From an optimization exercise on the open Yosys and OpenROAD flow, aimed at small area, a short achievable clock period and few clock cycles per item; shortcuts taken in it are not production practice. Function was checked by simulation only, so behaviour that the tests miss may differ from the original. Power and IR drop assume default switching activity.

## flow/design.v (module list and top-level ports; edited modules follow where they fit)
// module eq32: 4549 lines
// module eq32_fa: 4 lines
// module eq32_ha: 4 lines
// module eq32_ao: 3 lines
// module eq32_and: 3 lines
// module eq32_xor: 3 lines
// module eq32_sgn: 3 lines
module eq32 (
    input  wire               clk,
    input  wire               rst,
    input  wire               in_valid,
    output wire               in_ready,
    input  wire signed [9:0]  in_code,
    output reg                out_valid,
    output reg  signed [15:0] out_y,
    output reg                out_sat,
    input  wire               ctrl_we,
    input  wire               ctrl_bank,
    input  wire               ctrl_bypass,
    input  wire               coef_we,
    input  wire               coef_bank,
    input  wire [4:0]         coef_idx,
    input  wire [19:0]        coef_data
);
  // ...
==> flow/flow/run.sh <==
#!/bin/bash
# The standard layout (the standard.sh: ORFS synthesis to final layout),
# with one change: the port buffers that ORFS adds in placement are
# sky130_fd_sc_hd__buf_4 instead of the buffer it picks by itself.
# ORFS keeps each step's full log under orfs/logs/; make's own output goes to
# standard_flow.log here.
set -euo pipefail
bash standard.sh BUFFER_PORTS_ARGS="-buffer_cell sky130_fd_sc_hd__buf_4" finish > standard_flow.log 2>&1
==> flow/standard.sh <==
#!/bin/bash
# synth_recipe.tcl (not shown) runs the flow's synth.tcl, then flattens the netlist and writes it again
# the make line also repeats each setting of config.mk as NAME=value (left out here)
make -C /OpenROAD-flow-scripts/flow DESIGN_CONFIG=/design/flow/config.mk WORK_HOME=/design/flow/orfs CLKGATE_MAP_FILE= SYNTH_SCRIPT=/design/flow/synth_recipe.tcl "${@:-finish}"
==> flow/config.mk <==
export PLATFORM = sky130hd
export DESIGN_NAME = eq32
export DESIGN_NICKNAME = eq32
export VERILOG_FILES = /design/flow/design.v
export SDC_FILE = /design/flow/constraint.sdc
export NUM_CORES = 4
export LEC_CHECK = 0
export CAP_MARGIN = 20
export CORE_MARGIN = 2
export CORE_UTILIZATION = 55
export CTS_CLUSTER_DIAMETER = 80
export CTS_CLUSTER_SIZE = 25
export PLACE_DENSITY = 0.66
export SLEW_MARGIN = 70
export SYNTH_HIERARCHICAL = 1
export SYNTH_MINIMUM_KEEP_SIZE = 0
==> flow/constraint.sdc <==
create_clock -name core_clock -period 14.0 [get_ports {clk}]
set_input_delay 2.8000 -clock core_clock [delete_from_list [all_inputs] [get_ports {clk}]]
set_output_delay 2.8000 -clock core_clock [all_outputs]
set_load 0.01 [all_outputs]
==> load_flow_metrics.sql, run 1 <==
INSERT INTO impl_metrics (metric_group, metric, value, unit) VALUES
('logic_synthesis', 'synth.mux.area_fraction', '2.21', '%'),
('logic_synthesis', 'synthesis.nets', '19421', ''),
('min_path', 'hold_path.startpoint', 'r1[3]', ''),
('cells_and_area', 'sh_seq_area', '29.3', '%'),
('placed_design', 'placement.io_buffers', '61', ''),
('power', 'swShare', '28.7', '%'),
('cts', 'post_cts_setup_inserts', '0', ''),
('cts', 'cts_buffers', '179', ''),
('power', 'combPwrFrac', '11.0', '%'),
('drt', 'wirelength', '1120000', 'microns'),
('run_status', 'outcome', 'no timing/DRC/antenna violations', ''),
('logic_synthesis', 'synth.top_cells.by_area', 'sky130_fd_sc_hd__fa_1 (32%), sky130_fd_sc_hd__edfxtp_1 (18%), sky130_fd_sc_hd__a22o_1 (15%)', ''),
('sta', 'hold_ws', '0.332', 'ns'),
('cells_and_area', 'register_area', '70400', 'sq um'),
('logic_synthesis', 'postSynth.asyncResetShare', '0', '%'),
('drt', 'drt_first_iter_violations', '29653', ''),
('logic_synthesis', 'synth_sequential_area_ratio', '32.2', '%'),
('cells_and_area', 'nNonClkInverters', '79', ''),
('logic_synthesis', 'synth-edff-count', '1280', ''),
('power', 'clock_network_fraction_of_total_power', '36.5', '%'),
('power', 'power-per-cell-area', '70.6', 'nW/um^2'),
('drt', 'route.top_layer_used', 'met5', ''),
('setup_path', 'worstSetupEndpoint', 'r0[49]', ''),
('logic_synthesis', 'synth_top_cell_area_share', '32.1', '%'),
('cells_and_area', 'multiInputCombCellCount', '12650', ''),
('sta', 'worst_slew_pin_slew', '0.617', 'ns'),
('placed_design', 'placed_cells_incl_taps', '21468', ''),
('global_routing', 'largest_net_degree_at_the_start_of_global_routing', '63', ''),
('floorplanning', 'floorplan.die.height', '630', 'microns'),
('cells_and_area', 'stdcell_count', '22123', ''),
('cts', 'maximum_level_of_the_cts_h_tree', '4', ''),
('global_routing', 'grt_util_all_layers', '56.0', '%');
Testbench counts, summed over its fixed seeds: cycles 8,240, items 8,192.
==> run 2: changes to the inputs <==
==> flow/flow/run.sh (replaced) <==
#!/bin/bash
# The standard layout (the standard.sh: ORFS synthesis to final layout),
# with two changes: the port buffers that ORFS adds in placement are
# sky130_fd_sc_hd__buf_4 instead of the buffer it picks by itself, and the
# antenna repair after detailed routing may take up to 10 rounds instead of 5.
# ORFS keeps each step's full log under orfs/logs/; make's own output goes to
# standard_flow.log here.
set -euo pipefail
bash standard.sh BUFFER_PORTS_ARGS="-buffer_cell sky130_fd_sc_hd__buf_4" MAX_REPAIR_ANTENNAS_ITER_DRT=10 finish > standard_flow.log 2>&1
--- a/flow/config.mk
+++ b/flow/config.mk
@@ -7,10 +7,10 @@
 export LEC_CHECK = 0
 export CAP_MARGIN = 20
 export CORE_MARGIN = 2
-export CORE_UTILIZATION = 55
+export CORE_UTILIZATION = 50
 export CTS_CLUSTER_DIAMETER = 80
 export CTS_CLUSTER_SIZE = 25
-export PLACE_DENSITY = 0.66
+export PLACE_DENSITY = 0.62
 export SLEW_MARGIN = 70
 export SYNTH_HIERARCHICAL = 1
 export SYNTH_MINIMUM_KEEP_SIZE = 0
==> run 2 against run 1 <==
Effect of this change: cell area grew 0.49%; sequential share of layout area shrank 0.20 points; combinational power grew 3%; wire length grew 2.9%; via count shrank 0.63%; worst hold slack gained 0.0016 ns; critical path type unchanged; sequential power is essentially flat; die area grew 9.9%; final cell count grew 2.5%; first-iteration DRC count shrank 3.3%.
==> load_flow_metrics.sql, run 2 <==
INSERT INTO impl_metrics (metric_group, metric, value, unit) VALUES
('run_status', 'outcome', 'no timing/DRC/antenna violations', ''),
('setup_path', 'reg2regPathDepth', '16', ''),
('sta', 'finalWorstSetupSlack', '9.47', 'ns'),
('logic_synthesis', 'synthesis.nets', '19421', ''),
('drt', 'wirelength', '1150000', 'microns'),
('setup_path', 'worst-r2r-setup-slack', '9.47', 'ns'),
('drt', 'detail_route.vias_per_cell', '7.03', ''),
('min_path', 'hold_path.startpoint', 'r1[5]', ''),
('cts', 'cts_repair_resize_count', '0', ''),
('power', 'power-per-cell-area', '71.3', 'nW/um^2'),
('cells_and_area', 'fillers', '35540', ''),
('power', 'swShare', '29.0', '%'),
('drt', 'via_count', '159594', ''),
('placed_design', 'globalplace.congestion', '1.12', ''),
('cells_and_area', 'layout_common_cells', 'sky130_fd_sc_hd__xor2_1 (3342), sky130_fd_sc_hd__a22o_1 (3119), sky130_fd_sc_hd__fa_1 (3081), sky130_fd_sc_hd__dfxtp_1 (1284), sky130_fd_sc_hd__edfxtp_1 (1280)', ''),
('power', 'cell_internal_pwr', '12.2', 'mW'),
('floorplanning', 'row_count', '241', ''),
('cells_and_area', 'register_with_the_highest_flop_count', 'r0', ''),
('logic_synthesis', 'synth_sequential_area_ratio', '32.2', '%'),
('global_routing', 'grt_overflow_total', '0', ''),
('floorplanning', 'fp.dieW', '661', 'microns'),
('cts', 'clock_sink_count', '2834', ''),
('logic_synthesis', 'yosys_top_cell_by_area', 'sky130_fd_sc_hd__fa_1', ''),
('cts', 'post_cts_setup_inserts', '0', ''),
('cells_and_area', 'layout.cells.most_common', 'sky130_fd_sc_hd__xor2_1', ''),
('power', 'power_switching', '4.99', 'mW'),
('sta', 'setup_viol', '0', ''),
('logic_synthesis', 'synth_top_cell_area_share', '32.1', '%'),
('logic_synthesis', 'yosys.cell_count.top_type', 'sky130_fd_sc_hd__a22o_1', ''),
('logic_synthesis', 'syn_inst', '15843', ''),
('setup_path', 'cp-end-kind', 'register', ''),
('sta', 'period_minus_slack', '4.53', 'ns'),
('logic_synthesis', 'synth_fa_ha_area_share', '32.5', '%'),
('drt', 'drt-pass1-iter-count', '6', ''),
('global_routing', 'wire_length_of_the_first_global_routing_pass', '1500000', 'microns'),
('global_routing', 'antenna_found_initial', '96', ''),
('floorplanning', 'floorplan.die.height', '661', 'microns'),
('logic_synthesis', 'synth-main-ff-cell', 'sky130_fd_sc_hd__dfxtp_1', ''),
('logic_synthesis', 'synth_commonest_cells', 'sky130_fd_sc_hd__a22o_1 (3679), sky130_fd_sc_hd__fa_1 (3459), sky130_fd_sc_hd__xor2_1 (3369)', ''),
('logic_synthesis', 'synth_compound_gate_area_share', '15.6', '%'),
('drt', 'drt_first_iter_violations', '28666', ''),
('sta', 'worst_slew_pin_slew', '0.582', 'ns'),
('cts', 'maximum_level_of_the_cts_h_tree', '4', ''),
('floorplanning', 'design.die.area', '437000', 'sq um'),
('cells_and_area', 'largest_reg_flops', '721', ''),
('logic_synthesis', 'post_synth.cell_area_avg', '13.6', 'sq um'),
('placed_design', 'dp_hpwl', '935000', 'microns'),
('cts', 'clk_path_buf_depth', '4', ''),
('logic_synthesis', 'synth-seq-cells', '2834', ''),
('cts', 'cts_buffers', '183', ''),
('cells_and_area', 'fraction_of_final_layout_cells_with_drive_strength_greater_than_1', '15.6', '%'),
('placed_design', 'placement.io_buffers', '61', ''),
('flow_run', 'max-cap-violations', '0', ''),
('setup_path', 'crit_fanout', '6', ''),
('placed_design', 'dp_worst_setup_slack', '9.54', 'ns'),
('logic_synthesis', 'synth-edff-count', '1280', ''),
('drt', 'drcViolationCount', '0', ''),
('logic_synthesis', 'synth_warnings', '7', ''),
('floorplanning', 'core', '430000', 'sq um'),
('power', 'p_seq_share', '51.8', '%'),
('setup_path', 'critical_path.startpoint_type', 'register', ''),
('min_path', 'hold-path-endpoint', 'r2[5]', ''),
('min_path', 'holdPathStages', '0', ''),
('sta', 'fmax', '221', 'MHz'),
('global_routing', 'largest_net_degree_at_the_start_of_global_routing', '60', ''),
('cells_and_area', 'layout_top_registers', 'r0 x721, ca x640, cb x640', ''),
('logic_synthesis', 'synth.top_cells.by_area', 'sky130_fd_sc_hd__fa_1 (32%), sky130_fd_sc_hd__edfxtp_1 (18%), sky130_fd_sc_hd__a22o_1 (15%)', ''),
('floorplanning', 'initial_utilization', '50.2', '%'),
('sta', 'rsz0062_at_grt', 'false', ''),
('cts', 'worst_setup_hold_path_clk_slew', '0.09', 'ns'),
('power', 'combPwrFrac', '11.2', '%'),
('logic_synthesis', 'combinational_family_with_the_most_area_after_synthesis', 'adder cells', ''),
('logic_synthesis', 'synth_simple_gate_area_share', '3.02', '%'),
('floorplanning', 'io_pins', '62', ''),
('power', 'power.total', '17.2', 'mW'),
('global_routing', 'grt_util_all_layers', '52.4', '%'),
('logic_synthesis', 'yosysUniqueCellTypes', '88', ''),
('setup_path', 'crit-reg2reg-capture', 'out_y[7]', ''),
('sta', 'hold_viol_final', '0', ''),
('power', 'clock_network_fraction_of_total_power', '37.0', '%'),
('cts', 'cts.hold.buffers_added', '0', ''),
('sta', 'period_share', '32.3', '%'),
('global_routing', 'first_global_vias', '151937', ''),
('cts', 'cts_tree', 'yes', ''),
('setup_path', 'critical_path_class', 'register to register', ''),
('sta', 'skew', '0.0958', 'ns'),
('sta', 'setup_tns', '0', 'ns'),
('setup_path', 'worst-endpoint-arrival', '5.40', 'ns'),
('power', 'p_leak', '119', 'nW'),
('power', 'vdd_drop_max', '0.124', 'mV'),
('cells_and_area', 'area_delta_synth_final', '11.8', '%'),
('logic_synthesis', 'post_synth_instance_area', '216000', 'sq um'),
('drt', 'route.detailed.wl_per_inst', '50.9', 'microns'),
('sta', 'timing.slew.headroom', '61.1', '%'),
('sta', 'slew_viol_final', '0', ''),
('cells_and_area', 'finish.net_count', '20072', ''),
('setup_path', 'regToRegStartpoint', 'r2[6]', ''),
('logic_synthesis', 'synth_xor_xnor_area_share', '13.7', '%'),
('cts', 'clock-root-buffer', 'sky130_fd_sc_hd__clkbuf_16', ''),
('setup_path', 'worstPathRequired', '14.87', 'ns'),
('logic_synthesis', 'postSynth.asyncResetShare', '0', '%'),
('min_path', 'hp-class', 'register to register', ''),
('logic_synthesis', 'synth.mux.area_fraction', '2.21', '%'),
('cts', 'clock_latency_of_the_later_clocked_register_in_the_worst_skew_pair', '1.08', 'ns'),
('drt', 'antenna_viol_nets_final', '0', '');
==> run 2: final cells by class <==
class	count	area, sq um	area share [%]
Sequential cell	2834	70300	29.1
Tap cell	5710	7140	2.96
Clock buffer	232	4920	2.04
Multi-Input combinational cell	12650	148000	61.2
Timing Repair Buffer	746	8540	3.54
Clock inverter	101	1670	0.691
Antenna cell	335	838	0.347
Inverter	79	297	0.123
==> run 2: worst max path at each step <==
stage,cells after the start,endpoint,start
after floorplan,8,r0[520],sb[16]
final,16,out_y[7],r2[6]
after CTS,16,out_y[7],r2[6]
after global routing,16,out_y[2],r2[6]
after detailed placement,16,out_y[5],r2[7]
after global placement,7,r0[227],sa[31]
==> run 2: cells by family after synthesis <==
group	count (synthesis)
xor gates and xnor gates	3384
DFF	2834
AOI/OAI and AO/OA	3884
adders and majority gates	3535
muxes	477
buffers and inverters	359
and+or+nand+nor	1370
==> run 2: through the flow <==
step	std cells	instance area [sq um]	hold slack, ns	utilization, %
floorplan	15843	216000	0.310	-
global placement	21776	226000	0.314	52.5
detailed placement	22006	233000	0.315	54.2
CTS	22339	240000	0.334	55.7
global route	22623	241000	0.339	56.0
finish	22687	241000	0.333	56.1
==> run 2: power groups by stage <==
stage	Combinational [mW]	Clock [mW]	Sequential, mW
floorplan	0.850	0	9.09
global route	1.97	6.63	8.91
detailed placement	1.82	0	9.09
CTS	1.83	6.36	8.90
global placement	1.64	0	9.15
finish	1.92	6.37	8.90
==> run 2: Yosys stat by module, one instance, submodules excluded <==
module | area [sq um] | times used | flip-flops and latches | cells
eq32_sgn | 12.5 | 160 | 0 | 2
eq32_and | 6.26 | 160 | 0 | 1
eq32_ao | 8.76 | 3040 | 0 | 1
eq32_xor | 8.76 | 3200 | 0 | 1
eq32_ha | 12.5 | 22 | 0 | 1
eq32_fa | 20.0 | 3458 | 0 | 1
eq32 | 88700 | 1 | 2834 | 5643
==> run 2: critical path, cell delays in order (launching register included) <==
cell,delay (ns)
sky130_fd_sc_hd__dfxtp_1,0.33
sky130_fd_sc_hd__ha_1,0.31
sky130_fd_sc_hd__inv_1,0.10
sky130_fd_sc_hd__fa_1,0.48
sky130_fd_sc_hd__nand2b_1,0.22
sky130_fd_sc_hd__a21oi_2,0.30
sky130_fd_sc_hd__o211ai_2,0.24
sky130_fd_sc_hd__and2_1,0.26
sky130_fd_sc_hd__xor2_2,0.20
sky130_fd_sc_hd__nor4_2,0.38
sky130_fd_sc_hd__and3b_1,0.39
sky130_fd_sc_hd__nand2_4,0.11
sky130_fd_sc_hd__o311ai_4,0.25
sky130_fd_sc_hd__buf_2,0.24
sky130_fd_sc_hd__buf_2,0.21
sky130_fd_sc_hd__buf_2,0.21
sky130_fd_sc_hd__o2111ai_2,0.14
==> run 2: routing by layer <==
layer | vias to the layer above | share of wire, % | GRT usage [%]
met4 | 36 | 10 | 42.1
met3 | 2852 | 14 | 18.4
li1 | 58852 | - | -
met5 | - | 0.058 | 0.211
met2 | 13648 | 41 | 71.8
met1 | 84206 | 36 | 66.8

==> what the ideal ports hide <==
No port has a modelled driver above. Below, the same layouts with a new extraction and two added sets of constraints. Step 1 sets driving cells, clkbuf_16 on the clock port and buf_2 on the other inputs (assumed; they add their load-dependent delay and slew). Step 2 moves the port delays by t, midway between the first and last clock arrival at a register: inputs arrive t later, outputs are due t later. That takes back most of the time a late clock gives input paths. a / b / c = ideal ports / drivers / drivers and shift; a / b = the first two.
run | t, ns | setup WS [ns] | pins driven straight from the clock port
run 1 | 1.139 | 9.355 / 9.355 / 9.355 | 1
run 2 | 1.166 | 9.475 / 9.475 / 9.475 | 1
After both steps setup and hold are still met in every run listed.
